This is an optimization exercise on Yosys and OpenROAD, whose aim is small area, a short achievable clock period and few clock cycles per item, not a production implementation. Where RTL was checked, it was by simulation tests only, not by an equivalence proof against the original. No functional check of the RTL was part of run 1.

## flow/design.v (module list and top-level ports; edited modules follow where they fit)
// module lsu_addsat: 14 lines
// module lsu_clamp: 12 lines
// module lsu_addclamp: 24 lines
// module lsu_mulb: 2160 lines
// module lsu_bs: 3 lines
// module lsu_fa: 4 lines
// module lsu_ha: 4 lines
// module lsu_add33: 91 lines
// module lsu_add36: 100 lines
// module lsu_add64: 328 lines
// module loop_slot_unit: 296 lines
module loop_slot_unit (
    input  wire        clk,
    input  wire        rst,
    input  wire        in_valid,
    output wire        in_ready,
    input  wire [2:0]  typ,
    input  wire [3:0]  fmt,
    input  wire        lim_src,
    input  wire [7:0]  signs,
    input  wire        hold,
    input  wire        start,
    input  wire [31:0] a,
    input  wire [31:0] b,
    input  wire [31:0] c,
    input  wire [31:0] d,
    input  wire [31:0] p0,
    input  wire [31:0] p1,
    input  wire [31:0] p2,
    input  wire [31:0] p3,
    input  wire [31:0] p4,
    input  wire [31:0] p5,
    input  wire [15:0] p6,
    input  wire [31:0] st_out,
    input  wire [31:0] st_i,
    input  wire [7:0]  gov_gap,
    input  wire [7:0]  gov_win,
    output reg         out_valid,
    output reg  [31:0] out,
    output reg  [31:0] aux,
    output reg  [5:0]  flags
);
  // ...
==> flow/run.sh <==
#!/bin/bash
# synth_recipe.tcl (not shown) runs the flow's synth.tcl, then flattens the netlist and writes it again
# the make line also repeats each setting of config.mk as NAME=value (left out here)
make -C /OpenROAD-flow-scripts/flow DESIGN_CONFIG=/design/flow/config.mk WORK_HOME=/design/flow/orfs CLKGATE_MAP_FILE= SYNTH_SCRIPT=/design/flow/synth_recipe.tcl finish
==> flow/config.mk <==
export PLATFORM = sky130hd
export DESIGN_NAME = loop_slot_unit
export DESIGN_NICKNAME = loop_slot_unit
export VERILOG_FILES = /design/flow/design.v
export SDC_FILE = /design/flow/constraint.sdc
export NUM_CORES = 4
export LEC_CHECK = 0
export CAP_MARGIN = 20
export CELL_PAD_IN_SITES_DETAIL_PLACEMENT = 2
export CELL_PAD_IN_SITES_GLOBAL_PLACEMENT = 2
export CORE_MARGIN = 2
export CORE_UTILIZATION = 40
export CTS_BUF_LIST = sky130_fd_sc_hd__clkbuf_8
export SLEW_MARGIN = 20
export SYNTH_HIERARCHICAL = 1
export SYNTH_MINIMUM_KEEP_SIZE = 0
==> flow/constraint.sdc <==
create_clock -name core_clock -period 44.0 [get_ports {clk}]
set_input_delay 8.8000 -clock core_clock [delete_from_list [all_inputs] [get_ports {clk}]]
set_output_delay 8.8000 -clock core_clock [all_outputs]
set_load 0.01 [all_outputs]
==> flow_metrics.py, run 1 <==
metrics = {
    "min_path": {
        "hold_end": "lo3[20]",
    },
    "cts": {
        "clk_latency_ns": 1.01,
        "cts_buffers": 179,
        "h-tree-depth": 4,
    },
    "worst_setup_path": {
        "critPathRequiredTime_ns": 35.20,
        "timing.rr.start": "k1r[5]",
        "critical_path_depth": 1,
        "cp_max_fo": 24,
        "cp-start-kind": "flop",
        "r2r_setup_slack_ns": 34.32,
        "critPathCapture": "in_ready",
    },
    "outcome": {
        "status": "no timing/DRC/antenna violations",
    },
    "sta": {
        "relSlewSlack": 0.1975,
        "fin_tns_setup_ns": 0,
        "setup_ws_ns": 32.93,
        "tightestPinTransition_ns": 1.200,
        "hold_viol": 0,
    },
    "global_routing": {
        "grt_usage": 0.3904,
    },
    "drt": {
        "post_drt_wl_per_cell_um": 34.43,
        "met2WireLength_um": 214700,
        "routed_wl_um": 470100,
    },
    "placed_design": {
        "place_congestion": 0.9837,
    },
    "final_layout": {
        "multi_input_area_share": 0.6053,
        "buffers_excl_clock": 719,
        "area_growth_pct": 13.10,
        "multi_input_gates": 7423,
        "largest-register": "pr2",
    },
    "yosys": {
        "synthCells": 9984,
    },
}
==> module loop_slot_unit, before the edit <==
module loop_slot_unit (
    input  wire        clk,
    input  wire        rst,
    input  wire        in_valid,
    output wire        in_ready,
    input  wire [2:0]  typ,
    input  wire [3:0]  fmt,
    input  wire        lim_src,
    input  wire [7:0]  signs,
    input  wire        hold,
    input  wire        start,
    input  wire [31:0] a,
    input  wire [31:0] b,
    input  wire [31:0] c,
    input  wire [31:0] d,
    input  wire [31:0] p0,
    input  wire [31:0] p1,
    input  wire [31:0] p2,
    input  wire [31:0] p3,
    input  wire [31:0] p4,
    input  wire [31:0] p5,
    input  wire [15:0] p6,
    input  wire [31:0] st_out,
    input  wire [31:0] st_i,
    input  wire [7:0]  gov_gap,
    input  wire [7:0]  gov_win,
    output reg         out_valid,
    output reg  [31:0] out,
    output reg  [31:0] aux,
    output reg  [5:0]  flags
);
    localparam T_BAND = 3'd1, T_PI = 3'd2, T_RAMP = 3'd3,
               T_LIMIT = 3'd4, T_SUM = 3'd5, T_SCALE = 3'd6;
    localparam F_AOV = 0, F_LIM = 1, F_INT = 2, F_RATE = 3, F_GOV = 4, F_ORDER = 5;
    localparam M_PASS = 3'd0, M_BAND = 3'd1, M_RAMP = 3'd2, M_SCALE = 3'd3,
               M_PI0 = 3'd4, M_PI1 = 3'd5;
    reg         rdy, rdy_o;       
    assign in_ready = rdy_o;
    wire        acc = in_valid & rdy;
    reg         v0;
    reg  [2:0]  t0;
    reg  [3:0]  f0;
    reg         ls0, h0, s0;
    reg  [7:0]  sg0, gg0, gw0;
    reg  [31:0] a0, b0, c0, d0, k0, k1, k2, k3, k4, k5, so0, si0;
    reg  [15:0] k6;
    always @(posedge clk) begin
        if (rst) begin
            rdy   <= 1'b1;
            rdy_o <= 1'b1;
            v0    <= 1'b0;
        end else begin
            rdy   <= ~(acc & (typ == T_PI));
            rdy_o <= ~(acc & (typ == T_PI));
            v0  <= acc | (v0 & ~rdy);
        end
        if (rdy) begin
            t0 <= typ; f0 <= fmt; a0 <= a; b0 <= b; k0 <= p0; k4 <= p4; k5 <= p5;
        end
        ls0 <= lim_src; h0 <= hold; s0 <= start; sg0 <= signs;
        c0 <= c; d0 <= d; k1 <= p1; k2 <= p2; k3 <= p3; k6 <= p6;
        so0 <= st_out; si0 <= st_i; gg0 <= gov_gap; gw0 <= gov_win;
    end
    wire is_band  = t0 == T_BAND;
    wire is_pi    = t0 == T_PI;
    wire is_ramp  = t0 == T_RAMP;
    wire is_limit = t0 == T_LIMIT;
    wire is_sum   = t0 == T_SUM;
    wire is_scale = t0 == T_SCALE;
    wire pi0 = is_pi & ~rdy;      
    wire pi1 = is_pi & rdy;       
    wire [31:0] e;
    wire        e_ov;
    lsu_addsat #(.SUB(1)) u_err (.x(a0), .y(b0), .s(e), .ov(e_ov));
    wire [1:0] sc_sel = (f0[1] & f0[2] & ~f0[0]) ? 2'd0 :              
                        ((f0[1] ^ f0[2]) ? (f0[0] ? 2'd2 : 2'd1) :      
                         (f0[1] ? 2'd1 : (f0[0] ? 2'd3 : 2'd2)));       
    wire [1:0]  m_sel = pi0 ? (f0[3] ? 2'd1 : 2'd2) :
                        pi1 ? (f0[2] ? 2'd1 : 2'd2) : sc_sel;
    wire [31:0] s_inc, s_dec;
    wire        s_inc_ov, s_dec_ov;
    lsu_addsat           u_inc (.x(so0), .y(is_band ? k2 : k0), .s(s_inc), .ov(s_inc_ov));
    lsu_addsat #(.SUB(1)) u_dec (.x(so0), .y(is_band ? k2 : k1), .s(s_dec), .ov(s_dec_ov));
    wire        band_up = $signed(e) > $signed(k0);
    wire [32:0] band_dns = {e[31], e} + {k1[31], k1};
    wire        band_dn = band_dns[32];
    wire        band_gov = (gg0 < k6[7:0]) | (gw0 >= k6[15:8]);
    wire [7:0]  band_gap = (gg0 == 8'hff) ? 8'hff : gg0 + 8'd1;
    wire [31:0] lim_lo0 = ls0 ? b0 : k0;
    wire [31:0] lim_hi0 = ls0 ? c0 : k1;
    wire        lim_order = $signed(lim_lo0) > $signed(lim_hi0);
    wire [32:0] lim_mid2;
    wire        lim_co;
    lsu_add33 u_mid (.x({lim_lo0[31], lim_lo0}), .y({lim_hi0[31], lim_hi0}), .ci(1'b0),
                     .s(lim_mid2), .co(lim_co));
    wire [31:0] lim_mid   = lim_mid2[32:1];
    wire [31:0] cl_x  = (is_ramp & s0) ? b0 : a0;
    wire [31:0] cl_lo = is_ramp ? k2 : lim_lo0;
    wire [31:0] cl_hi = is_ramp ? k3 : lim_hi0;
    wire [31:0] cl_y;
    wire        cl_act;
    lsu_clamp u_cl (.x(cl_x), .lo(cl_lo), .hi(cl_hi), .y(cl_y), .act(cl_act));
    wire        lim_ord  = is_limit & lim_order;
    wire [31:0] lim_out  = lim_ord ? lim_mid : cl_y;
    wire        lim_act  = lim_ord ? (a0 != lim_mid) : cl_act;
    wire [35:0] sa = {{4{a0[31]}}, a0};
    wire [35:0] sb = {{4{b0[31]}}, b0};
    wire [35:0] sc = {{4{c0[31]}}, c0};
    wire [35:0] sd = {{4{d0[31]}}, d0};
    wire [35:0] ta = (sg0[1:0] == 2'b01) ? sa : (sg0[1:0] == 2'b10) ? ~sa : 36'd0;
    wire [35:0] tb = (sg0[3:2] == 2'b01) ? sb : (sg0[3:2] == 2'b10) ? ~sb : 36'd0;
    wire [35:0] tc = (sg0[5:4] == 2'b01) ? sc : (sg0[5:4] == 2'b10) ? ~sc : 36'd0;
    wire [35:0] td = (sg0[7:6] == 2'b01) ? sd : (sg0[7:6] == 2'b10) ? ~sd : 36'd0;
    wire [35:0] t0s = {{4{k0[31]}}, k0};
    wire [35:0] s1 = t0s ^ ta ^ tb;
    wire [35:0] c1 = {(t0s[34:0] & ta[34:0]) | (t0s[34:0] & tb[34:0]) | (ta[34:0] & tb[34:0]),
                      sg0[1:0] == 2'b10};
    wire [35:0] s2 = tc ^ td ^ s1;
    wire [35:0] c2 = {(tc[34:0] & td[34:0]) | (tc[34:0] & s1[34:0]) | (td[34:0] & s1[34:0]),
                      sg0[3:2] == 2'b10};
    wire [35:0] s3 = c1 ^ c2 ^ s2;
    wire [35:0] c3 = {(c1[34:0] & c2[34:0]) | (c1[34:0] & s2[34:0]) | (c2[34:0] & s2[34:0]),
                      sg0[5:4] == 2'b10};
    wire [35:0] sum_acc;
    wire        sum_co;
    lsu_add36 u_sum (.x(s3), .y(c3), .ci(sg0[7:6] == 2'b10), .s(sum_acc), .co(sum_co));
    wire        sum_pos_ov = ~sum_acc[35] & (|sum_acc[34:31]);
    wire        sum_neg_ov =  sum_acc[35] & ~(&sum_acc[34:31]);
    wire [31:0] sum_out = sum_pos_ov ? 32'h7fff_ffff :
                          sum_neg_ov ? 32'h8000_0000 : sum_acc[31:0];
    reg         v1;
    reg  [2:0]  md1;
    reg  [1:0]  sel1;
    reg  [31:0] x1, k1r, w1, lo1, hi1;
    reg  [7:0]  gap1;
    reg  [5:0]  fl1;
    reg         up1, dn1, h1, gov1, eov1, iov1, dov1, st1, ge1, le1;
    always @(posedge clk) begin
        if (rst) v1 <= 1'b0;
        else     v1 <= v0 & ~pi0;
        md1  <= pi0 ? M_PI0 : pi1 ? M_PI1 : is_scale ? M_SCALE :
                is_band ? M_BAND : is_ramp ? M_RAMP : M_PASS;
        sel1 <= m_sel;
        x1   <= is_band ? s_inc : is_ramp ? cl_y : is_limit ? lim_out :
                is_sum ? sum_out : is_scale ? a0 : is_pi ? e : 32'd0;
        k1r  <= (is_band | is_ramp) ? so0 : pi0 ? k1 : k0;
        w1   <= is_band ? s_dec : is_ramp ? s_inc : is_scale ? k1 : si0;
        lo1  <= is_band ? k3 : is_ramp ? s_dec : pi0 ? k2 : k4;
        hi1  <= is_band ? k4 : pi0 ? k3 : k5;
        gap1 <= band_gap;
        fl1  <= is_limit ? {lim_order, 3'd0, lim_act, 1'b0} :
                is_sum ? {5'd0, sum_pos_ov | sum_neg_ov} :
                is_ramp ? {4'd0, cl_act, 1'b0} : 6'd0;
        up1  <= band_up;
        dn1  <= band_dn;
        h1   <= h0;
        gov1 <= band_gov;
        eov1 <= e_ov;
        iov1 <= s_inc_ov;
        dov1 <= s_dec_ov;
        st1  <= s0;
        ge1  <= $signed(so0) >= $signed(k5);
        le1  <= $signed(so0) <= $signed(k4);
    end
    wire md1_band = md1 == M_BAND;
    wire md1_ramp = md1 == M_RAMP;
    wire md1_mul  = (md1 == M_SCALE) | (md1 == M_PI0) | (md1 == M_PI1);
    wire [63:0] m_p;
    lsu_mulb u_mul (.x(x1), .k(k1r),
                    .rnd({sel1 == 2'd3, sel1 == 2'd2, sel1 == 2'd1, sel1 == 2'd0}),
                    .p(m_p));
    wire        band_try  = (up1 | dn1) & ~h1;
    wire [31:0] band_cand = up1 ? x1 : w1;
    wire        band_cov  = up1 ? iov1 : dov1;
    wire [31:0] b_cl;
    wire        b_act;
    lsu_clamp u_bcl (.x(band_cand), .lo(lo1), .hi(hi1), .y(b_cl), .act(b_act));
    wire band_noop   = b_cl == k1r;
    wire band_change = band_try & ~band_noop & ~gov1;
    wire [31:0] band_out = band_change ? b_cl : k1r;
    wire [8:0]  band_aux = {band_change, band_change ? 8'd1 : gap1};
    wire [5:0]  band_fl  = {1'b0, band_try & ~band_noop & gov1, 2'b00,
                            band_try & b_act, eov1 | (band_try & band_cov)};
    wire ramp_rise = $signed(x1) > $signed(k1r);
    wire ramp_fall = $signed(x1) < $signed(k1r);
    wire ramp_up_short = $signed(w1) < $signed(x1);
    wire ramp_dn_short = $signed(lo1) > $signed(x1);
    reg [31:0] ramp_out;
    reg        ramp_rate, ramp_aov;
    always @* begin
        ramp_out  = x1;
        ramp_rate = 1'b0;
        ramp_aov  = 1'b0;
        if (st1) begin
            ramp_out = x1;
        end else if (ramp_rise) begin
            ramp_out  = ramp_up_short ? w1 : x1;
            ramp_rate = ramp_up_short;
            ramp_aov  = iov1;
        end else if (ramp_fall) begin
            ramp_out  = ramp_dn_short ? lo1 : x1;
            ramp_rate = ramp_dn_short;
            ramp_aov  = dov1;
        end else begin
            ramp_out = k1r;
        end
    end
    reg         v2;
    reg  [2:0]  md2;
    reg  [1:0]  sel2;
    reg  [63:0] pr2;
    reg  [31:0] w2, lo2, hi2;
    reg  [5:0]  fl2;
    reg         h2, eov2, ge2, le2;
    always @(posedge clk) begin
        if (rst) v2 <= 1'b0;
        else     v2 <= v1;
        md2  <= md1;
        sel2 <= sel1;
        pr2  <= md1_mul ? m_p :
                md1_band ? {23'd0, band_aux, band_out} :
                md1_ramp ? {x1, ramp_out} : {32'd0, x1};
        fl2  <= md1_band ? band_fl :
                md1_ramp ? {2'b00, ramp_rate, 1'b0, fl1[F_LIM], ramp_aov} : fl1;
        w2   <= w1;
        lo2  <= lo1;
        hi2  <= hi1;
        h2   <= h1;
        eov2 <= eov1;
        ge2  <= ge1;
        le2  <= le1;
    end
    reg  [63:0] q64;
    always @* begin
        case (sel2)
            2'd0:    q64 = {{2{pr2[63]}},  pr2[63:2]};
            2'd1:    q64 = {{16{pr2[63]}}, pr2[63:16]};
            2'd2:    q64 = {{30{pr2[63]}}, pr2[63:30]};
            default: q64 = {{44{pr2[63]}}, pr2[63:44]};
        endcase
    end
    wire        q_ov = ~((&q64[63:31]) | ~(|q64[63:31]));
    wire [31:0] q    = q_ov ? (q64[63] ? 32'h8000_0000 : 32'h7fff_ffff) : q64[31:0];
    wire [31:0] s3_sum;
    wire        s3_ov;
    lsu_addsat u_s3add (.x(q), .y(w2), .s(s3_sum), .ov(s3_ov));
    wire md2_pi0   = md2 == M_PI0;
    wire md2_pi1   = md2 == M_PI1;
    wire md2_scale = md2 == M_SCALE;
    reg         v3;
    reg  [2:0]  md3;
    reg  [31:0] x3, y3, lo3, hi3;
    reg  [5:0]  fl3;
    reg         h3, kpos3, kneg3, ge3, le3;
    always @(posedge clk) begin
        if (rst) v3 <= 1'b0;
        else     v3 <= v2;
        md3 <= md2;
        x3  <= (md2_pi0 | md2_scale) ? s3_sum : md2_pi1 ? q : pr2[31:0];
        y3  <= md2_pi0 ? w2 : md2_scale ? 32'd0 : pr2[63:32];
        fl3 <= md2_pi0 ? {5'd0, eov2 | (~h2 & (q_ov | s3_ov))} :
               md2_pi1 ? {5'd0, q_ov} :
               md2_scale ? {5'd0, q_ov | s3_ov} : fl2;
        lo3   <= lo2;
        hi3   <= hi2;
        h3    <= h2;
        kpos3 <= ~q[31] & (|q);
        kneg3 <= q[31];
        ge3   <= ge2;
        le3   <= le2;
    end
    wire m_pi0 = md3 == M_PI0;
    wire m_pi1 = md3 == M_PI1;
    wire windup = (ge3 & kpos3) | (le3 & kneg3);
    wire [31:0] s4_x = (m_pi0 & windup) ? y3 : x3;
    wire [31:0] s4_y = m_pi1 ? aux : 32'd0;
    wire [31:0] s4_z;
    wire        s4_ov, s4_act;
    lsu_addclamp u_s4 (.x(s4_x), .y(s4_y), .lo(lo3), .hi(hi3),
                       .z(s4_z), .ov(s4_ov), .act(s4_act));
    always @(posedge clk) begin
        if (rst) out_valid <= 1'b0;
        else     out_valid <= v3;
        if (m_pi0) begin
            aux   <= h3 ? y3 : s4_z;
            flags <= {3'd0, ~h3 & (windup | s4_act), 1'b0, fl3[F_AOV]};
        end else if (m_pi1) begin
            out   <= s4_z;
            flags <= {3'd0, flags[F_INT], s4_act, flags[F_AOV] | fl3[F_AOV] | s4_ov};
        end else begin
            out   <= x3;
            aux   <= y3;
            flags <= fl3;
        end
    end
endmodule
==> run 2, diff against run 1 <==
--- a/flow/design.v
+++ b/flow/design.v
@@ -1,53 +1,3 @@
-module lsu_addsat #(parameter SUB = 0) (
-    input  wire [31:0] x,
-    input  wire [31:0] y,
-    output wire [31:0] s,
-    output wire        ov
-);
-    wire [32:0] xe = {x[31], x};
-    wire [32:0] ye = SUB ? ~{y[31], y} : {y[31], y};
-    wire [32:0] r;
-    wire        co_unused;
-    lsu_add33 u_add (.x(xe), .y(ye), .ci(SUB != 0), .s(r), .co(co_unused));
-    assign ov = r[32] ^ r[31];
-    assign s  = ov ? (r[32] ? 32'h8000_0000 : 32'h7fff_ffff) : r[31:0];
-endmodule
-module lsu_clamp (
-    input  wire [31:0] x,
-    input  wire [31:0] lo,
-    input  wire [31:0] hi,
-    output wire [31:0] y,
-    output wire        act
-);
-    wire below = $signed(x) < $signed(lo);
-    wire above = $signed(x) > $signed(hi);
-    assign y   = below ? lo : (above ? hi : x);
-    assign act = below | above;
-endmodule
-module lsu_addclamp (
-    input  wire [31:0] x,
-    input  wire [31:0] y,
-    input  wire [31:0] lo,
-    input  wire [31:0] hi,
-    output wire [31:0] z,
-    output wire        ov,
-    output wire        act
-);
-    wire [31:0] s;
-    lsu_addsat u_add (.x(x), .y(y), .s(s), .ov(ov));
-    wire [33:0] xe = {{2{x[31]}}, x};
-    wire [33:0] ye = {{2{y[31]}}, y};
-    wire [33:0] le = {{2{lo[31]}}, lo};
-    wire [33:0] he = {{2{hi[31]}}, hi};
-    wire [33:0] dlo = xe + ye - le;           
-    wire [33:0] dhi = he - xe - ye;           
-    wire        pos_ov = ov & ~s[31];
-    wire        neg_ov = ov &  s[31];
-    wire below = dlo[33] & ~(neg_ov & (lo == 32'h8000_0000));
-    wire above = dhi[33] & ~(pos_ov & (hi == 32'h7fff_ffff));
-    assign z   = below ? lo : (above ? hi : s);
-    assign act = below | above;
-endmodule
 module lsu_mulb (input wire [31:0] x, input wire [31:0] k, input wire [3:0] rnd,
                  output wire [63:0] p);
     wire [32:0] xs = {x[31], x};
@@ -2776,14 +2726,17 @@
                M_PI0 = 3'd4, M_PI1 = 3'd5;
     reg         rdy, rdy_o;       
     assign in_ready = rdy_o;
-    wire        acc = in_valid & rdy;
+    wire        acc   = in_valid & rdy;
+    wire        acc_o = in_valid & rdy_o;
+    wire        gov_in = (gov_gap < p6[7:0]) | (gov_win >= p6[15:8]);
+    wire [7:0]  gap_in = (gov_gap == 8'hff) ? 8'hff : gov_gap + 8'd1;
     reg         v0;
     reg  [2:0]  t0;
     reg  [3:0]  f0;
     reg         ls0, h0, s0;
-    reg  [7:0]  sg0, gg0, gw0;
+    reg  [7:0]  sg0, gap0;
+    reg         gov0;
     reg  [31:0] a0, b0, c0, d0, k0, k1, k2, k3, k4, k5, so0, si0;
-    reg  [15:0] k6;
     always @(posedge clk) begin
         if (rst) begin
             rdy   <= 1'b1;
@@ -2791,15 +2744,15 @@
             v0    <= 1'b0;
         end else begin
             rdy   <= ~(acc & (typ == T_PI));
-            rdy_o <= ~(acc & (typ == T_PI));
+            rdy_o <= ~(acc_o & (typ == T_PI));
             v0  <= acc | (v0 & ~rdy);
         end
         if (rdy) begin
             t0 <= typ; f0 <= fmt; a0 <= a; b0 <= b; k0 <= p0; k4 <= p4; k5 <= p5;
         end
         ls0 <= lim_src; h0 <= hold; s0 <= start; sg0 <= signs;
-        c0 <= c; d0 <= d; k1 <= p1; k2 <= p2; k3 <= p3; k6 <= p6;
-        so0 <= st_out; si0 <= st_i; gg0 <= gov_gap; gw0 <= gov_win;
+        c0 <= c; d0 <= d; k1 <= p1; k2 <= p2; k3 <= p3;
+        so0 <= st_out; si0 <= st_i; gov0 <= gov_in; gap0 <= gap_in;
     end
     wire is_band  = t0 == T_BAND;
     wire is_pi    = t0 == T_PI;
@@ -2811,7 +2764,13 @@
     wire pi1 = is_pi & rdy;       
     wire [31:0] e;
     wire        e_ov;
-    lsu_addsat #(.SUB(1)) u_err (.x(a0), .y(b0), .s(e), .ov(e_ov));
+    wire [32:0] u_err_xe = {a0[31], a0};
+    wire [32:0] u_err_ye = ~{b0[31], b0};
+    wire [32:0] u_err_r;
+    wire        u_err_co;
+    lsu_add33 u_err_add (.x(u_err_xe), .y(u_err_ye), .ci(1'b1), .s(u_err_r), .co(u_err_co));
+    assign e_ov = u_err_r[32] ^ u_err_r[31];
+    assign e  = e_ov ? (u_err_r[32] ? 32'h8000_0000 : 32'h7fff_ffff) : u_err_r[31:0];
     wire [1:0] sc_sel = (f0[1] & f0[2] & ~f0[0]) ? 2'd0 :              
                         ((f0[1] ^ f0[2]) ? (f0[0] ? 2'd2 : 2'd1) :      
                          (f0[1] ? 2'd1 : (f0[0] ? 2'd3 : 2'd2)));       
@@ -2819,13 +2778,25 @@
                         pi1 ? (f0[2] ? 2'd1 : 2'd2) : sc_sel;
     wire [31:0] s_inc, s_dec;
     wire        s_inc_ov, s_dec_ov;
-    lsu_addsat           u_inc (.x(so0), .y(is_band ? k2 : k0), .s(s_inc), .ov(s_inc_ov));
-    lsu_addsat #(.SUB(1)) u_dec (.x(so0), .y(is_band ? k2 : k1), .s(s_dec), .ov(s_dec_ov));
+    wire [31:0] inc_y = is_band ? k2 : k0;
+    wire [31:0] dec_y = is_band ? k2 : k1;
+    wire [32:0] u_inc_xe = {so0[31], so0};
+    wire [32:0] u_inc_ye = {inc_y[31], inc_y};
+    wire [32:0] u_inc_r;
+    wire        u_inc_co;
+    lsu_add33 u_inc_add (.x(u_inc_xe), .y(u_inc_ye), .ci(1'b0), .s(u_inc_r), .co(u_inc_co));
+    assign s_inc_ov = u_inc_r[32] ^ u_inc_r[31];
+    assign s_inc  = s_inc_ov ? (u_inc_r[32] ? 32'h8000_0000 : 32'h7fff_ffff) : u_inc_r[31:0];
+    wire [32:0] u_dec_xe = {so0[31], so0};
+    wire [32:0] u_dec_ye = ~{dec_y[31], dec_y};
+    wire [32:0] u_dec_r;
+    wire        u_dec_co;
+    lsu_add33 u_dec_add (.x(u_dec_xe), .y(u_dec_ye), .ci(1'b1), .s(u_dec_r), .co(u_dec_co));
+    assign s_dec_ov = u_dec_r[32] ^ u_dec_r[31];
+    assign s_dec  = s_dec_ov ? (u_dec_r[32] ? 32'h8000_0000 : 32'h7fff_ffff) : u_dec_r[31:0];
     wire        band_up = $signed(e) > $signed(k0);
     wire [32:0] band_dns = {e[31], e} + {k1[31], k1};
     wire        band_dn = band_dns[32];
-    wire        band_gov = (gg0 < k6[7:0]) | (gw0 >= k6[15:8]);
-    wire [7:0]  band_gap = (gg0 == 8'hff) ? 8'hff : gg0 + 8'd1;
     wire [31:0] lim_lo0 = ls0 ? b0 : k0;
     wire [31:0] lim_hi0 = ls0 ? c0 : k1;
     wire        lim_order = $signed(lim_lo0) > $signed(lim_hi0);
@@ -2834,12 +2805,13 @@
     lsu_add33 u_mid (.x({lim_lo0[31], lim_lo0}), .y({lim_hi0[31], lim_hi0}), .ci(1'b0),
                      .s(lim_mid2), .co(lim_co));
     wire [31:0] lim_mid   = lim_mid2[32:1];
-    wire [31:0] cl_x  = (is_ramp & s0) ? b0 : a0;
-    wire [31:0] cl_lo = is_ramp ? k2 : lim_lo0;
-    wire [31:0] cl_hi = is_ramp ? k3 : lim_hi0;
-    wire [31:0] cl_y;
-    wire        cl_act;
-    lsu_clamp u_cl (.x(cl_x), .lo(cl_lo), .hi(cl_hi), .y(cl_y), .act(cl_act));
+    wire [31:0] cl_x  = is_pi ? so0 : (is_ramp & s0) ? b0 : a0;
+    wire [31:0] cl_lo = is_pi ? k5 : is_ramp ? k2 : lim_lo0;
+    wire [31:0] cl_hi = is_pi ? k4 : is_ramp ? k3 : lim_hi0;
+    wire        cl_below = $signed(cl_x) < $signed(cl_lo);
+    wire        cl_above = $signed(cl_x) > $signed(cl_hi);
+    wire [31:0] cl_y   = cl_below ? cl_lo : (cl_above ? cl_hi : cl_x);
+    wire        cl_act = cl_below | cl_above;
     wire        lim_ord  = is_limit & lim_order;
     wire [31:0] lim_out  = lim_ord ? lim_mid : cl_y;
     wire        lim_act  = lim_ord ? (a0 != lim_mid) : cl_act;
@@ -2884,23 +2856,23 @@
         x1   <= is_band ? s_inc : is_ramp ? cl_y : is_limit ? lim_out :
                 is_sum ? sum_out : is_scale ? a0 : is_pi ? e : 32'd0;
         k1r  <= (is_band | is_ramp) ? so0 : pi0 ? k1 : k0;
-        w1   <= is_band ? s_dec : is_ramp ? s_inc : is_scale ? k1 : si0;
+        w1   <= is_band ? s_dec : is_scale ? k1 : si0;
         lo1  <= is_band ? k3 : is_ramp ? s_dec : pi0 ? k2 : k4;
-        hi1  <= is_band ? k4 : pi0 ? k3 : k5;
-        gap1 <= band_gap;
+        hi1  <= is_band ? k4 : is_ramp ? s_inc : pi0 ? k3 : k5;
+        gap1 <= gap0;
         fl1  <= is_limit ? {lim_order, 3'd0, lim_act, 1'b0} :
                 is_sum ? {5'd0, sum_pos_ov | sum_neg_ov} :
                 is_ramp ? {4'd0, cl_act, 1'b0} : 6'd0;
-        up1  <= band_up;
+        up1  <= band_up | is_ramp;
         dn1  <= band_dn;
         h1   <= h0;
-        gov1 <= band_gov;
+        gov1 <= gov0;
         eov1 <= e_ov;
         iov1 <= s_inc_ov;
         dov1 <= s_dec_ov;
         st1  <= s0;
-        ge1  <= $signed(so0) >= $signed(k5);
-        le1  <= $signed(so0) <= $signed(k4);
+        ge1  <= ~cl_below;      
+        le1  <= ~cl_above;      
     end
     wire md1_band = md1 == M_BAND;
     wire md1_ramp = md1 == M_RAMP;
@@ -2912,9 +2884,10 @@
     wire        band_try  = (up1 | dn1) & ~h1;
     wire [31:0] band_cand = up1 ? x1 : w1;
     wire        band_cov  = up1 ? iov1 : dov1;
-    wire [31:0] b_cl;
-    wire        b_act;
-    lsu_clamp u_bcl (.x(band_cand), .lo(lo1), .hi(hi1), .y(b_cl), .act(b_act));
+    wire        b_below = $signed(band_cand) < $signed(lo1);
+    wire        b_above = $signed(band_cand) > $signed(hi1);
+    wire [31:0] b_cl    = b_below ? lo1 : (b_above ? hi1 : band_cand);
+    wire        b_act   = b_below | b_above;
     wire band_noop   = b_cl == k1r;
     wire band_change = band_try & ~band_noop & ~gov1;
     wire [31:0] band_out = band_change ? b_cl : k1r;
@@ -2923,8 +2896,8 @@
                             band_try & b_act, eov1 | (band_try & band_cov)};
     wire ramp_rise = $signed(x1) > $signed(k1r);
     wire ramp_fall = $signed(x1) < $signed(k1r);
-    wire ramp_up_short = $signed(w1) < $signed(x1);
-    wire ramp_dn_short = $signed(lo1) > $signed(x1);
+    wire ramp_up_short = b_above;      
+    wire ramp_dn_short = b_below;      
     reg [31:0] ramp_out;
     reg        ramp_rate, ramp_aov;
     always @* begin
@@ -2934,7 +2907,7 @@
         if (st1) begin
             ramp_out = x1;
         end else if (ramp_rise) begin
-            ramp_out  = ramp_up_short ? w1 : x1;
+            ramp_out  = ramp_up_short ? hi1 : x1;
             ramp_rate = ramp_up_short;
             ramp_aov  = iov1;
         end else if (ramp_fall) begin
@@ -2981,56 +2954,56 @@
     end
     wire        q_ov = ~((&q64[63:31]) | ~(|q64[63:31]));
     wire [31:0] q    = q_ov ? (q64[63] ? 32'h8000_0000 : 32'h7fff_ffff) : q64[31:0];
-    wire [31:0] s3_sum;
-    wire        s3_ov;
-    lsu_addsat u_s3add (.x(q), .y(w2), .s(s3_sum), .ov(s3_ov));
     wire md2_pi0   = md2 == M_PI0;
     wire md2_pi1   = md2 == M_PI1;
     wire md2_scale = md2 == M_SCALE;
-    reg         v3;
-    reg  [2:0]  md3;
-    reg  [31:0] x3, y3, lo3, hi3;
-    reg  [5:0]  fl3;
-    reg         h3, kpos3, kneg3, ge3, le3;
+    wire windup = md2_pi0 & ((ge2 & ~q[31] & (|q)) | (le2 & q[31]));
+    wire [31:0] s3_sum, s3_z;
+    wire        s3_ov, s3_act;
+    reg  [31:0] i3;
+    reg         int3, aov3;
+    wire [31:0] s3_x = q;
+    wire [31:0] s3_y = md2_pi1 ? i3 : w2;
+    wire [32:0] u_s3a_xe = {s3_x[31], s3_x};
+    wire [32:0] u_s3a_ye = {s3_y[31], s3_y};
+    wire [32:0] u_s3a_r;
+    wire        u_s3a_co;
+    lsu_add33 u_s3a_add (.x(u_s3a_xe), .y(u_s3a_ye), .ci(1'b0), .s(u_s3a_r), .co(u_s3a_co));
+    assign s3_ov = u_s3a_r[32] ^ u_s3a_r[31];
+    assign s3_sum  = s3_ov ? (u_s3a_r[32] ? 32'h8000_0000 : 32'h7fff_ffff) : u_s3a_r[31:0];
+    wire [31:0] s3_xw = windup ? 32'd0 : s3_x;
+    wire [33:0] s3_xe = {{2{s3_xw[31]}}, s3_xw};
+    wire [33:0] s3_ye = {{2{s3_y[31]}}, s3_y};
+    wire [33:0] s3_le = {{2{lo2[31]}}, lo2};
+    wire [33:0] s3_he = {{2{hi2[31]}}, hi2};
+    wire [33:0] s3_dlo = s3_xe + s3_ye - s3_le;
+    wire [33:0] s3_dhi = s3_he - s3_xe - s3_ye;
+    wire        s3_pov = ~windup & s3_ov & ~s3_sum[31];
+    wire        s3_nov = ~windup & s3_ov &  s3_sum[31];
+    wire s3_below = s3_dlo[33] & ~(s3_nov & (lo2 == 32'h8000_0000));
+    wire s3_above = s3_dhi[33] & ~(s3_pov & (hi2 == 32'h7fff_ffff));
+    assign s3_z   = s3_below ? lo2 : (s3_above ? hi2 : (windup ? s3_y : s3_sum));
+    assign s3_act = s3_below | s3_above;
     always @(posedge clk) begin
-        if (rst) v3 <= 1'b0;
-        else     v3 <= v2;
-        md3 <= md2;
-        x3  <= (md2_pi0 | md2_scale) ? s3_sum : md2_pi1 ? q : pr2[31:0];
-        y3  <= md2_pi0 ? w2 : md2_scale ? 32'd0 : pr2[63:32];
-        fl3 <= md2_pi0 ? {5'd0, eov2 | (~h2 & (q_ov | s3_ov))} :
-               md2_pi1 ? {5'd0, q_ov} :
-               md2_scale ? {5'd0, q_ov | s3_ov} : fl2;
-        lo3   <= lo2;
-        hi3   <= hi2;
-        h3    <= h2;
-        kpos3 <= ~q[31] & (|q);
-        kneg3 <= q[31];
-        ge3   <= ge2;
-        le3   <= le2;
+        i3   <= h2 ? w2 : s3_z;
+        int3 <= ~h2 & (windup | s3_act);
+        aov3 <= eov2 | (~h2 & (q_ov | s3_ov));
     end
-    wire m_pi0 = md3 == M_PI0;
-    wire m_pi1 = md3 == M_PI1;
-    wire windup = (ge3 & kpos3) | (le3 & kneg3);
-    wire [31:0] s4_x = (m_pi0 & windup) ? y3 : x3;
-    wire [31:0] s4_y = m_pi1 ? aux : 32'd0;
-    wire [31:0] s4_z;
-    wire        s4_ov, s4_act;
-    lsu_addclamp u_s4 (.x(s4_x), .y(s4_y), .lo(lo3), .hi(hi3),
-                       .z(s4_z), .ov(s4_ov), .act(s4_act));
     always @(posedge clk) begin
         if (rst) out_valid <= 1'b0;
-        else     out_valid <= v3;
-        if (m_pi0) begin
-            aux   <= h3 ? y3 : s4_z;
-            flags <= {3'd0, ~h3 & (windup | s4_act), 1'b0, fl3[F_AOV]};
-        end else if (m_pi1) begin
-            out   <= s4_z;
-            flags <= {3'd0, flags[F_INT], s4_act, flags[F_AOV] | fl3[F_AOV] | s4_ov};
+        else     out_valid <= v2;
+        if (md2_pi1) begin
+            out   <= s3_z;
+            aux   <= i3;
+            flags <= {3'd0, int3, s3_act, aov3 | q_ov | s3_ov};
+        end else if (md2_scale) begin
+            out   <= s3_sum;
+            aux   <= 32'd0;
+            flags <= {5'd0, q_ov | s3_ov};
         end else begin
-            out   <= x3;
-            aux   <= y3;
-            flags <= fl3;
+            out   <= pr2[31:0];
+            aux   <= pr2[63:32];
+            flags <= fl2;
         end
     end
 endmodule
==> flow/flow/run.sh (new file) <==
#!/bin/bash
# The standard layout (the standard.sh: standard synthesis, floorplan, placement,
# CTS, routing) with these changes to how it is made; the constraints
# (constraint.sdc) are the design's:
# - every port still gets a buffer, but the smallest one (buf_1) to start with;
# - ORFS's timing repair is asked to keep 34.5 ns of setup slack at the design's
#   44 ns clock, so that it sizes and buffers every path longer than 9.5 ns
#   (including those port buffers), with gate cloning off and sizing free to
#   change a cell's footprint.
# make's full output goes to standard.log here; ORFS keeps each step's log under orfs/logs.
set -euo pipefail
bash standard.sh SETUP_SLACK_MARGIN=34.5 SKIP_GATE_CLONING=1 MATCH_CELL_FOOTPRINT=0 \
    "BUFFER_PORTS_ARGS=-buffer_cell sky130_fd_sc_hd__buf_1" finish > standard.log 2>&1
==> flow/standard.sh (new file) <==
#!/bin/bash
# synth_recipe.tcl (not shown) runs the flow's synth.tcl, then flattens the netlist and writes it again
# the make line also repeats each setting of config.mk as NAME=value (left out here)
make -C /OpenROAD-flow-scripts/flow DESIGN_CONFIG=/design/flow/config.mk WORK_HOME=/design/flow/orfs CLKGATE_MAP_FILE= SYNTH_SCRIPT=/design/flow/synth_recipe.tcl "${@:-finish}"
--- a/flow/config.mk
+++ b/flow/config.mk
@@ -9,8 +9,9 @@
 export CELL_PAD_IN_SITES_DETAIL_PLACEMENT = 2
 export CELL_PAD_IN_SITES_GLOBAL_PLACEMENT = 2
 export CORE_MARGIN = 2
-export CORE_UTILIZATION = 40
-export CTS_BUF_LIST = sky130_fd_sc_hd__clkbuf_8
+export CORE_UTILIZATION = 25
+export CTS_CLUSTER_DIAMETER = 120
+export CTS_CLUSTER_SIZE = 24
 export SLEW_MARGIN = 20
 export SYNTH_HIERARCHICAL = 1
 export SYNTH_MINIMUM_KEEP_SIZE = 0
removed: flow/run.sh
==> run 2 against run 1 <==
Net effect: still clean; via count down 14%; core utilization down 18 points; sequential cell count down 130; clock skew about the same; design area down 12%; routed wire length down 6.1%; critical path depth up 13; synthesized area down 11%; register-to-register slack better by 0.47 ns.
==> flow_metrics.py, run 2 <==
metrics = {
    "outcome": {
        "status": "no timing/DRC/antenna violations",
    },
    "cts": {
        "cts.clk_slew.worst_paths_ns": 0.09,
        "clk_path_buf_depth": 3,
        "clk_latency_ns": 0.82,
        "h-tree-depth": 2,
        "cts_root_buffer": "clkbuf_16",
        "cts_buffers": 54,
        "cts_tree": "yes",
        "cts_num_sinks": 881,
    },
    "floorplanning": {
        "rows": 211,
        "core_region_area_um2": 330000,
        "die_area_um2": 335600,
        "die_h_um": 579.3,
        "start_util": 0.2508,
        "ios": 509,
        "die_w_um": 579.3,
    },
    "final_layout": {
        "largest_reg_flops": 64,
        "nets": 10670,
        "area_growth_pct": 11.32,
        "largest-register": "pr2",
        "drive_gt1_frac": 0.08109,
        "final_common_cell": "inv_1",
        "layout_common_cells": "inv_1, fa_1, dfxtp_1",
        "layout.cells.non_filler": 13320,
        "final_util": 0.2792,
    },
    "drt": {
        "drc": 0,
        "top_layer_used": "met5",
        "post_drt_wl_per_cell_um": 33.13,
        "via_per_inst": 5.463,
        "routed_wl_um": 441300,
        "drt_iter0_markers": 6509,
        "dr.pass1.iters": 6,
        "met2WireLength_um": 190700,
        "final_antenna_net_count": 0,
        "vias": 72760,
        "met3_length_um": 26490,
        "wl_met1_um": 203600,
    },
    "yosys": {
        "netlist_area_um2": 82760,
        "synthCells": 8523,
        "yosysWarnings": 7,
        "avgSynthCellArea_um2": 9.710,
    },
    "worst_setup_path": {
        "cp_max_fo": 1,
        "path_class": "in2reg",
        "cp-start-kind": "primary input",
        "critPathRequiredTime_ns": 44.62,
        "cp.arrival_ns": 10.76,
        "cp-end-kind": "flop",
    },
    "min_path": {
        "hold_path.class": "reg2reg",
    },
    "sta": {
        "whs_ns": 0.3256,
        "max_freq_ghz": 0.09859,
        "relSlewSlack": 0.2788,
        "timing.final.crit_share": 0.2305,
        "hold_viol": 0,
        "skew_ns": 0.06516,
        "maxSlewViolCount": 0,
        "grt_setup_unrepaired": "true",
        "setup_viol": 0,
        "tightestPinTransition_ns": 1.074,
        "final.min_clock_period_ns": 10.14,
        "fin_tns_setup_ns": 0,
    },
    "placed_design": {
        "place_inst": 13200,
        "dpl.hpwl_um": 348800,
        "place_congestion": 0.9473,
        "port_buffers": 508,
    },
    "global_routing": {
        "grt_overflow": 0,
        "grt_pass1_vias": 77620,
        "grt_pass1_wl_um": 611400,
        "grt_max_degree": 100,
        "grt_usage": 0.2557,
        "antenna_found_initial": 43,
    },
    "job": {
        "drv_cap": 0,
    },
}
## run 2: metal layers
metal  up-vias  GRT usage
li1      30960          -
met1     38520     0.3616
met2      2727     0.3926
met3       541    0.03225
met4        12     0.1024
met5         -          0
## run 2: path summary, 6_finish.rpt
path	startpoint	end	slack, ns	depth (start not counted)
setup / recovery	gov_win[0]	gov0	33.86	14
hold / removal	gap0[7]	gap1[7]	0.33	0
setup reg to reg	k1r[17]	pr2[58]	34.79	22
hold reg to reg	gap0[7]	gap1[7]	0.33	0
## run 2: repair_timing
| item | in CTS | in global routing |
|---|---|---|
| hold buffers | 0 | 0 |
| pin swaps | 7 | 5 |
| gates resized for setup | 215 | 49 |
| setup buffers | 2 | 1 |
| endpoints found under the setup margin | 114 | 139 |
## run 2: critical path, stage by stage
cell and delay, ns:
buf_8 0.09, clkinv_8 0.04, ha_4 0.20, nand2b_4 0.14, a21oi_4 0.26, nor2b_1 0.09
o21ai_1 0.16, nand2b_1 0.10, a21oi_2 0.13, nor2b_1 0.06, o21ai_1 0.11, nand2b_1 0.10
a21oi_4 0.33, o21ai_1 0.13
## run 2: metrics by stage
stage                     cell area (um^2)  setup WS, ns
after global routing                 92060         33.51
after CTS                            91850         33.54
after global placement               89650         32.08
after detailed placement             89660         32.10
final                                92120         33.86
after floorplan                      82890         33.91
## run 2: cell type report
cell class / instances / area [um^2]
clock inverter: 24 / 351.6
tap: 4366 / 5463
antenna: 25 / 62.56
multi-input combinational: 6504 / 58690
fill: 36830 / 237900
inverter: 740 / 2790
clock buffer: 71 / 1466
sequential: 881 / 19420
timing repair buffer: 708 / 3876
Testbench counts of run 2, summed over its fixed seeds: cycles 37,310, items 32,000.
==> run 3, diff against run 2 <==
--- a/flow/config.mk
+++ b/flow/config.mk
@@ -5,13 +5,13 @@
 export SDC_FILE = /design/flow/constraint.sdc
 export NUM_CORES = 4
 export LEC_CHECK = 0
-export CAP_MARGIN = 20
+export CAP_MARGIN = 10
 export CELL_PAD_IN_SITES_DETAIL_PLACEMENT = 2
 export CELL_PAD_IN_SITES_GLOBAL_PLACEMENT = 2
 export CORE_MARGIN = 2
 export CORE_UTILIZATION = 25
 export CTS_CLUSTER_DIAMETER = 120
 export CTS_CLUSTER_SIZE = 24
-export SLEW_MARGIN = 20
+export SLEW_MARGIN = 10
 export SYNTH_HIERARCHICAL = 1
 export SYNTH_MINIMUM_KEEP_SIZE = 0
==> run 3 against run 2 <==
Net effect: still clean on timing, DRC and antenna; die area stayed put; routed wire length is 0.12% lower; hold slack better by 0.0071 ns; via count is 0.17% lower; worst setup slack better by 0.021 ns; synthesized cell count stayed put; global-route usage hardly changed; non-clock buffer count stayed put; critical path depth is 13 lower; critical endpoint is now out[13].
==> flow_metrics.py, run 3 <==
metrics = {
    "outcome": {
        "status": "no timing/DRC/antenna violations",
    },
    "yosys": {
        "synthCells": 8523,
        "yosysWarnings": 7,
        "avgSynthCellArea_um2": 9.710,
        "netlist_area_um2": 82760,
    },
    "drt": {
        "drc": 0,
        "vias": 72640,
        "via_per_inst": 5.454,
        "dr.pass1.iters": 8,
        "routed_wl_um": 440800,
        "final_antenna_net_count": 0,
        "drt_iter0_markers": 6175,
        "post_drt_wl_per_cell_um": 33.10,
    },
    "final_layout": {
        "final_util": 0.2792,
        "final_common_cell": "inv_1",
        "nets": 10670,
        "area_growth_pct": 11.32,
        "fin_area_um2": 92130,
        "fillers": 36850,
        "largest-register": "pr2",
        "drive_gt1_frac": 0.08120,
        "largest_reg_flops": 64,
        "layout_common_cells": "inv_1, fa_1, dfxtp_1",
    },
    "min_path": {
        "hold_depth": 0,
        "hold_path.class": "reg2reg",
    },
    "worst_setup_path": {
        "critPathMaxStageDelay_ns": 0.42,
        "cp_cell_sequence": "buf_6",
        "slowest_stage": "dfxtp_4",
        "rr_worst_depth": 22,
        "cp_num_buf_inv": 1,
        "crit_family": "flip-flops",
        "cp_max_fo": 1,
        "critical_path_depth": 1,
        "cp-start-kind": "flop",
        "critPathRequiredTime_ns": 35.20,
        "cp.arrival_ns": 1.32,
        "cp-end-kind": "output pin",
        "path_class": "reg2out",
    },
    "cts": {
        "cts.clk_slew.worst_paths_ns": 0.11,
        "cts_hold_buf": 0,
        "h-tree-depth": 2,
        "clk_path_buf_depth": 3,
        "cts_buffers": 54,
        "cts_root_buffer": "clkbuf_16",
        "cts_num_sinks": 881,
        "cts_tree": "yes",
        "clk_latency_ns": 0.81,
    },
    "floorplanning": {
        "die_h_um": 579.3,
        "ios": 509,
        "rows": 211,
        "start_util": 0.2508,
        "core_region_area_um2": 330000,
        "die_w_um": 579.3,
        "die_area_um2": 335600,
    },
    "sta": {
        "grt_setup_unrepaired": "true",
        "maxSlewViolCount": 0,
        "timing.final.crit_share": 0.2300,
        "setup_viol": 0,
        "fin_tns_setup_ns": 0,
        "skew_ns": 0.07051,
        "relSlewSlack": 0.1921,
        "final.min_clock_period_ns": 10.12,
        "hold_viol": 0,
        "max_freq_ghz": 0.09880,
        "setup_ws_ns": 33.88,
        "tightestPinTransition_ns": 1.201,
    },
    "placed_design": {
        "place_congestion": 0.9473,
        "dpl.hpwl_um": 348800,
        "place_area_um2": 89650,
        "port_buffers": 508,
        "dp_slack_ns": 32.10,
    },
    "global_routing": {
        "grt_pass1_wl_um": 612700,
        "grt_overflow": 0,
        "grt_pass1_vias": 77650,
        "grt_max_degree": 100,
        "grt_usage": 0.2559,
        "antenna_found_initial": 43,
    },
    "job": {
        "drv_cap": 0,
    },
}
==> run 3: metrics by stage <==
step | cells | hold WS, ns
6_report | 13320 | 0.3327
5_1_grt | 13300 | 0.3309
4_1_cts | 13290 | 0.3310
3_5_place_dp | 13200 | 0.3132
3_3_place_gp | 13200 | 0.3180
2_1_floorplan | 8546 | 0.3096
==> run 3: cell type report <==
class / count / area, um^2 / area share
multi-input combinational: 6504 / 58690 / 0.6370
sequential: 881 / 19420 / 0.2108
tap: 4366 / 5463 / 0.05930
timing repair buffer: 708 / 3895 / 0.04228
inverter: 740 / 2790 / 0.03029
clock buffer: 73 / 1465 / 0.01590
clock inverter: 23 / 351.6 / 0.003816
antenna: 22 / 55.05 / 0.0005976
==> run 3: final timing paths <==
check	from	to	slack (ns)
worst max-delay path	out[13]	out[13]	33.88
worst min-delay path	gap0[7]	gap1[7]	0.33
worst max register to register	k1r[1]	pr2[58]	34.72
worst min register to register	gap0[7]	gap1[7]	0.33
==> run 3: timing repair <==
item                       4_1_cts  5_1_grt
pin swaps                        7        5
setup endpoints to repair      114      137
setup buffers                    2        1
gates cloned                     0        0
gates resized for setup        219       51
==> run 3: routing by layer <==
| layer | GRT usage | wire (um) |
|---|---|---|
| met1 | 0.3627 | 203400 |
| met2 | 0.3942 | 191000 |
| met3 | 0.03265 | 27160 |
| met4 | 0.09672 | 19130 |
| met5 | 0 | 34 |
==> run 4, diff against run 3 <==
--- a/flow/design.v
+++ b/flow/design.v
@@ -2728,14 +2728,15 @@
     assign in_ready = rdy_o;
     wire        acc   = in_valid & rdy;
     wire        acc_o = in_valid & rdy_o;
-    wire        gov_in = (gov_gap < p6[7:0]) | (gov_win >= p6[15:8]);
+    wire [2:0]  gl_in = {gov_gap[7:4] < p6[7:4], gov_gap[7:4] == p6[7:4], gov_gap[3:0] < p6[3:0]};
+    wire [2:0]  wl_in = {gov_win[7:4] < p6[15:12], gov_win[7:4] == p6[15:12], gov_win[3:0] < p6[11:8]};
     wire [7:0]  gap_in = (gov_gap == 8'hff) ? 8'hff : gov_gap + 8'd1;
     reg         v0;
     reg  [2:0]  t0;
     reg  [3:0]  f0;
     reg         ls0, h0, s0;
     reg  [7:0]  sg0, gap0;
-    reg         gov0;
+    reg  [2:0]  gl0, wl0;
     reg  [31:0] a0, b0, c0, d0, k0, k1, k2, k3, k4, k5, so0, si0;
     always @(posedge clk) begin
         if (rst) begin
@@ -2752,7 +2753,7 @@
         end
         ls0 <= lim_src; h0 <= hold; s0 <= start; sg0 <= signs;
         c0 <= c; d0 <= d; k1 <= p1; k2 <= p2; k3 <= p3;
-        so0 <= st_out; si0 <= st_i; gov0 <= gov_in; gap0 <= gap_in;
+        so0 <= st_out; si0 <= st_i; gl0 <= gl_in; wl0 <= wl_in; gap0 <= gap_in;
     end
     wire is_band  = t0 == T_BAND;
     wire is_pi    = t0 == T_PI;
@@ -2866,7 +2867,7 @@
         up1  <= band_up | is_ramp;
         dn1  <= band_dn;
         h1   <= h0;
-        gov1 <= gov0;
+        gov1 <= (gl0[2] | (gl0[1] & gl0[0])) | ~(wl0[2] | (wl0[1] & wl0[0]));
         eov1 <= e_ov;
         iov1 <= s_inc_ov;
         dov1 <= s_dec_ov;
--- a/flow/config.mk
+++ b/flow/config.mk
@@ -10,8 +10,8 @@
 export CELL_PAD_IN_SITES_GLOBAL_PLACEMENT = 2
 export CORE_MARGIN = 2
 export CORE_UTILIZATION = 25
-export CTS_CLUSTER_DIAMETER = 120
-export CTS_CLUSTER_SIZE = 24
+export CTS_CLUSTER_DIAMETER = 100
+export CTS_CLUSTER_SIZE = 30
 export SLEW_MARGIN = 10
 export SYNTH_HIERARCHICAL = 1
 export SYNTH_MINIMUM_KEEP_SIZE = 0
==> run 4 against run 3 <==
Net effect: first-iteration DRC count increased by 1.5%; worst setup slack gained 0.028 ns; critical endpoint is now out[0]; synthesized cell count rose by 3.3%; core utilization increased by 0.18 points; critical path depth unchanged; sequential share of layout area hardly changed; design area increased by 0.72%; register-to-register slack improved by 0.04 ns.
==> flow_metrics.py, run 4 <==
metrics = {
    "outcome": {
        "status": "no timing/DRC/antenna violations",
    },
    "floorplanning": {
        "die_h_um": 580.0,
        "rows": 211,
        "ios": 509,
        "core_region_area_um2": 330300,
        "die_w_um": 580.0,
        "die_area_um2": 336400,
        "start_util": 0.2512,
    },
    "worst_setup_path": {
        "cp-start-kind": "flop",
        "critical_path_depth": 1,
        "critPathRequiredTime_ns": 35.20,
        "rr_worst_depth": 23,
        "cp.arrival_ns": 1.29,
        "cp_num_buf_inv": 1,
        "crit_family": "flip-flops",
        "cp_max_fo": 1,
        "cp-end-kind": "output pin",
        "r2r_end": "pr2[40]",
        "cp_cell_sequence": "buf_6",
        "timing.rr.start": "k1r[7]",
        "r2r_setup_slack_ns": 34.76,
        "path_class": "reg2out",
        "critPathMaxStageDelay_ns": 0.39,
        "slowest_stage": "dfxtp_4",
    },
    "min_path": {
        "hold_path_startpoint": "gap0[1]",
        "hold_depth": 0,
        "hold_path.class": "reg2reg",
        "hold_end": "gap1[1]",
    },
    "cts": {
        "cts.clk_slew.worst_paths_ns": 0.12,
        "post_cts_buffers": 0,
        "clk_path_buf_depth": 3,
        "h-tree-depth": 2,
        "cts_num_sinks": 886,
        "cts_tree": "yes",
        "cts_root_buffer": "clkbuf_16",
        "cts_hold_buf": 0,
        "clk_latency_ns": 0.83,
        "cts_buffers": 61,
    },
    "drt": {
        "post_drt_wl_per_cell_um": 33.22,
        "routed_wl_um": 452400,
        "dr.pass1.iters": 8,
        "drc": 0,
        "drt_iter0_markers": 6267,
        "via_per_inst": 5.528,
        "final_antenna_net_count": 0,
        "vias": 75300,
    },
    "sta": {
        "skew_ns": 0.07984,
        "grt_setup_unrepaired": "true",
        "final.min_clock_period_ns": 10.09,
        "timing.final.crit_share": 0.2294,
        "hold_viol": 0,
        "relSlewSlack": 0.08994,
        "fin_tns_setup_ns": 0,
        "tightestPinTransition_ns": 1.351,
        "max_freq_ghz": 0.09908,
        "setup_viol": 0,
        "maxSlewViolCount": 0,
    },
    "placed_design": {
        "port_buffers": 508,
        "dpl.hpwl_um": 351700,
        "place_inst": 13480,
        "place_congestion": 0.9644,
    },
    "final_layout": {
        "final_common_cell": "nand2_1",
        "seq_area_um2": 19550,
        "fillers": 37050,
        "layout_common_cells": "nand2_1, inv_1, fa_1",
        "area_growth_pct": 11.87,
        "largest_reg_flops": 64,
        "multi_input_area_um2": 58780,
        "drive_gt1_frac": 0.07641,
        "layout.cells.non_filler": 13620,
        "largest-register": "pr2",
        "final_util": 0.2810,
        "nets": 10950,
    },
    "global_routing": {
        "grt_usage": 0.2605,
        "grt_max_degree": 96,
        "grt_pass1_vias": 80450,
        "grt_overflow": 0,
        "antenna_found_initial": 51,
        "grt_pass1_wl_um": 630700,
    },
    "yosys": {
        "avgSynthCellArea_um2": 9.423,
        "netlist_area_um2": 82950,
        "yosysWarnings": 7,
        "synthCells": 8803,
    },
    "job": {
        "drv_cap": 0,
    },
}
==> run 4: cell types whose count changed in the layout (fill, tap and decap cells not counted), moves of 38 or more <==
cell      delta
a31oi_1     +65
nand2_1    +165
nor2_1     +213
mux2i_1    -107
o31ai_1     +47
a221o_1     -59
o21a_1      -99
a21oi_1     +38
o21ai_0     -39
o211ai_1   +104
==> run 4: cell type report <==
class                           count  share of cell area
Antenna cell                       28           0.0007551
Tap cell                         4366             0.05887
Multi-Input combinational cell   6790              0.6335
Inverter                          729             0.02949
Sequential cell                   886              0.2107
Clock buffer                       66             0.01665
Clock inverter                     49             0.01022
Timing Repair Buffer              706             0.03990
==> run 4: metrics by stage <==
| step | instance area (um^2) | setup slack (ns) | hold slack, ns |
|---|---|---|---|
| finish | 92790 | 33.91 | 0.3064 |
| global route | 92750 | 33.86 | 0.3124 |
| CTS | 92620 | 33.84 | 0.3193 |
| detailed placement | 89890 | 34.02 | 0.3262 |
| global placement | 89890 | 34.01 | 0.3418 |
| floorplan | 83080 | 34.46 | 0.3096 |
==> run 4: how the worst max path moves through the flow <==
stage / endpoint / start / slack, ns
2_1_floorplan: gl0[2] / p6[5] / 34.46
3_3_place_gp: gap0[6] / gov_gap[1] / 34.01
3_5_place_dp: gap0[6] / gov_gap[1] / 34.02
4_1_cts: out[0] / out[0] / 33.84
5_1_grt: out[0] / out[0] / 33.86
6_report: out[0] / out[0] / 33.91
==> run 4: metal layers <==
metal / track usage / vias to the layer above / routed length (um)
met1: 0.3592 / 39600 / 205200
met3: 0.03809 / 704 / 28180
met4: 0.1201 / 6 / 22940
met5: 0 / - / 41
met2: 0.3993 / 3083 / 196100
li1: - / 31910 / -
==> run 4: repair_timing <==
action | in CTS | in global routing
hold endpoints to repair | 0 | 0
resized for setup | 187 | 28
gates cloned | 0 | 0
setup endpoints to repair | 72 | 72
Testbench counts of run 4, summed over its fixed seeds: cycles 37,310, items 32,000.
==> run 5, diff against run 4 <==
--- a/flow/config.mk
+++ b/flow/config.mk
@@ -10,8 +10,8 @@
 export CELL_PAD_IN_SITES_GLOBAL_PLACEMENT = 2
 export CORE_MARGIN = 2
 export CORE_UTILIZATION = 25
-export CTS_CLUSTER_DIAMETER = 100
-export CTS_CLUSTER_SIZE = 30
+export CTS_CLUSTER_DIAMETER = 120
+export CTS_CLUSTER_SIZE = 24
 export SLEW_MARGIN = 10
 export SYNTH_HIERARCHICAL = 1
 export SYNTH_MINIMUM_KEEP_SIZE = 0
==> run 5 against run 4 <==
Net effect: sequential share of layout area up 0.12 points; die area unchanged; core utilization down 0.16 points; design area down 0.58%; critical endpoint unchanged; non-clock buffer count unchanged; largest cell class unchanged; synthesized cell count unchanged; routed wire length down 0.18%; fmax about the same; global-route usage about the same.
==> flow_metrics.py, run 5 <==
metrics = {
    "min_path": {
        "hold_depth": 0,
        "hold_path_startpoint": "gap0[7]",
        "hold_end": "gap1[7]",
        "hold_path.class": "reg2reg",
    },
    "drt": {
        "via_per_inst": 5.517,
        "vias": 75030,
        "final_antenna_net_count": 0,
        "dr.pass1.iters": 8,
        "drt_iter0_markers": 6353,
        "routed_wl_um": 451600,
        "drc": 0,
        "post_drt_wl_per_cell_um": 33.21,
    },
    "sta": {
        "final.min_clock_period_ns": 10.09,
        "grt_setup_unrepaired": "true",
        "relSlewSlack": 0.08732,
        "fin_tns_setup_ns": 0,
        "whs_ns": 0.3491,
        "hold_viol": 0,
        "skew_ns": 0.07378,
        "max_freq_ghz": 0.09915,
        "tightestPinTransition_ns": 1.355,
        "timing.final.crit_share": 0.2292,
        "setup_viol": 0,
        "maxSlewViolCount": 0,
    },
    "cts": {
        "cts_root_buffer": "clkbuf_16",
        "post_cts_buffers": 0,
        "h-tree-depth": 2,
        "clk_path_buf_depth": 3,
        "cts_buffers": 57,
        "cts_hold_buf": 0,
        "cts_num_sinks": 886,
        "cts_tree": "yes",
        "clk_latency_ns": 0.82,
        "cts.clk_slew.worst_paths_ns": 0.10,
    },
    "worst_setup_path": {
        "path_class": "reg2out",
        "critPathMaxStageDelay_ns": 0.39,
        "cp.arrival_ns": 1.29,
        "slowest_stage": "dfxtp_4",
        "cp_cell_sequence": "buf_6",
        "crit_family": "flip-flops",
        "cp-start-kind": "flop",
        "timing.rr.start": "k1r[7]",
        "cp_num_buf_inv": 1,
        "rr_worst_depth": 23,
        "critPathRequiredTime_ns": 35.20,
        "cp-end-kind": "output pin",
        "r2r_end": "pr2[40]",
        "r2r_setup_slack_ns": 34.73,
        "cp_max_fo": 1,
    },
    "floorplanning": {
        "start_util": 0.2512,
        "rows": 211,
        "die_w_um": 580.0,
        "ios": 509,
        "die_area_um2": 336400,
        "die_h_um": 580.0,
        "core_region_area_um2": 330300,
    },
    "final_layout": {
        "final_util": 0.2793,
        "largest-register": "pr2",
        "drive_gt1_frac": 0.07414,
        "layout_common_cells": "nand2_1, inv_1, fa_1",
        "largest_reg_flops": 64,
        "fin_area_um2": 92260,
        "nets": 10950,
        "seq_area_um2": 19550,
        "area_growth_pct": 11.22,
        "fillers": 37110,
        "final_common_cell": "nand2_1",
        "multi_input_area_um2": 58780,
    },
    "yosys": {
        "netlist_area_um2": 82950,
        "avgSynthCellArea_um2": 9.423,
        "synthCells": 8803,
        "yosysWarnings": 7,
    },
    "global_routing": {
        "grt_overflow": 0,
        "antenna_found_initial": 50,
        "grt_pass1_vias": 80270,
        "grt_max_degree": 96,
        "grt_usage": 0.2601,
        "grt_pass1_wl_um": 629900,
    },
    "placed_design": {
        "place_area_um2": 89890,
        "port_buffers": 508,
        "dpl.hpwl_um": 351700,
        "place_congestion": 0.9644,
    },
    "job": {
        "drv_cap": 0,
    },
    "outcome": {
        "status": "no timing/DRC/antenna violations",
    },
}
-- run 5: repair_timing --
item / CTS / global route
endpoints found under the hold margin: 0 / 0
gates resized for setup: 179 / 34
setup endpoints to repair: 72 / 72
-- run 5: layout make-up --
type                    count  share of cell area
repair buffers            706             0.04006
diodes                     22           0.0005967
flip-flops and latches    886              0.2119
well taps                4366             0.05921
clock inverters            31            0.005371
inverters                 729             0.02966
multi-input cells        6790              0.6371
clock buffers              70             0.01610
-- run 5: worst max-delay path by stage --
stage / startpoint / endpoint / slack (ns) / depth (start not counted)
after floorplan: p6[5] / gl0[2] / 34.46 / 6
after global placement: gov_gap[1] / gap0[6] / 34.01 / 5
after detailed placement: gov_gap[1] / gap0[6] / 34.02 / 5
after CTS: out[0] / out[0] / 33.84 / 1
after global routing: out[0] / out[0] / 33.87 / 1
final: out[0] / out[0] / 33.91 / 1
-- run 5: through the flow --
| stage | setup WS (ns) | cells |
|---|---|---|
| floorplan | 34.46 | 8826 |
| global placement | 34.01 | 13480 |
| detailed placement | 34.02 | 13480 |
| CTS | 33.84 | 13580 |
| global route | 33.87 | 13590 |
| finish | 33.91 | 13600 |
-- run 5: metal layers --
layer	global-route usage	routed length [um]
met2	0.3989	195000
met5	0	57
met4	0.1182	23260
met3	0.03906	28040
met1	0.3585	205300

==> what the ideal ports hide <==
Ports are ideal in the flow. The routed layouts listed here were re-timed in OpenROAD. Step 1 sets driving cells, clkbuf_16 on the clock port and buf_2 on the other inputs (assumed; they add their load-dependent delay and slew). Step 2 times the ports against the registers' clock, not the clock port: input delays grow and output delays shrink by t, the midpoint of the rising clock arrivals with the driver on. a / b / c = no drivers / after step 1 / after step 2; a / b = the first two.
run | t, ns | setup slack, ns | latest minus earliest clock arrival (ns) | worst register clock-pin slew, ns | worst slew at a driven data input, ns
run 1 | 1.085 | 32.932 / 32.830 / 33.914 | 0.070 / 0.071 | 0.08 / 0.08 | 0.08
run 2 | 0.887 | 33.857 / 33.774 / 33.016 | 0.073 / 0.073 | 0.11 / 0.11 | 0.11
run 3 | 0.885 | 33.878 / 33.768 / 33.064 | 0.078 / 0.077 | 0.12 / 0.12 | 0.11
run 4 | 0.891 | 33.907 / 33.806 / 33.996 | 0.089 / 0.089 | 0.12 / 0.12 | 0.18
run 5 | 0.874 | 33.914 / 33.818 / 34.002 | 0.076 / 0.076 | 0.11 / 0.11 | 0.19
After both steps every run listed still meets setup and hold. The setup slack of run 2, which loses most, moves by -0.083 ns with the drivers and by -0.841 ns with both steps.
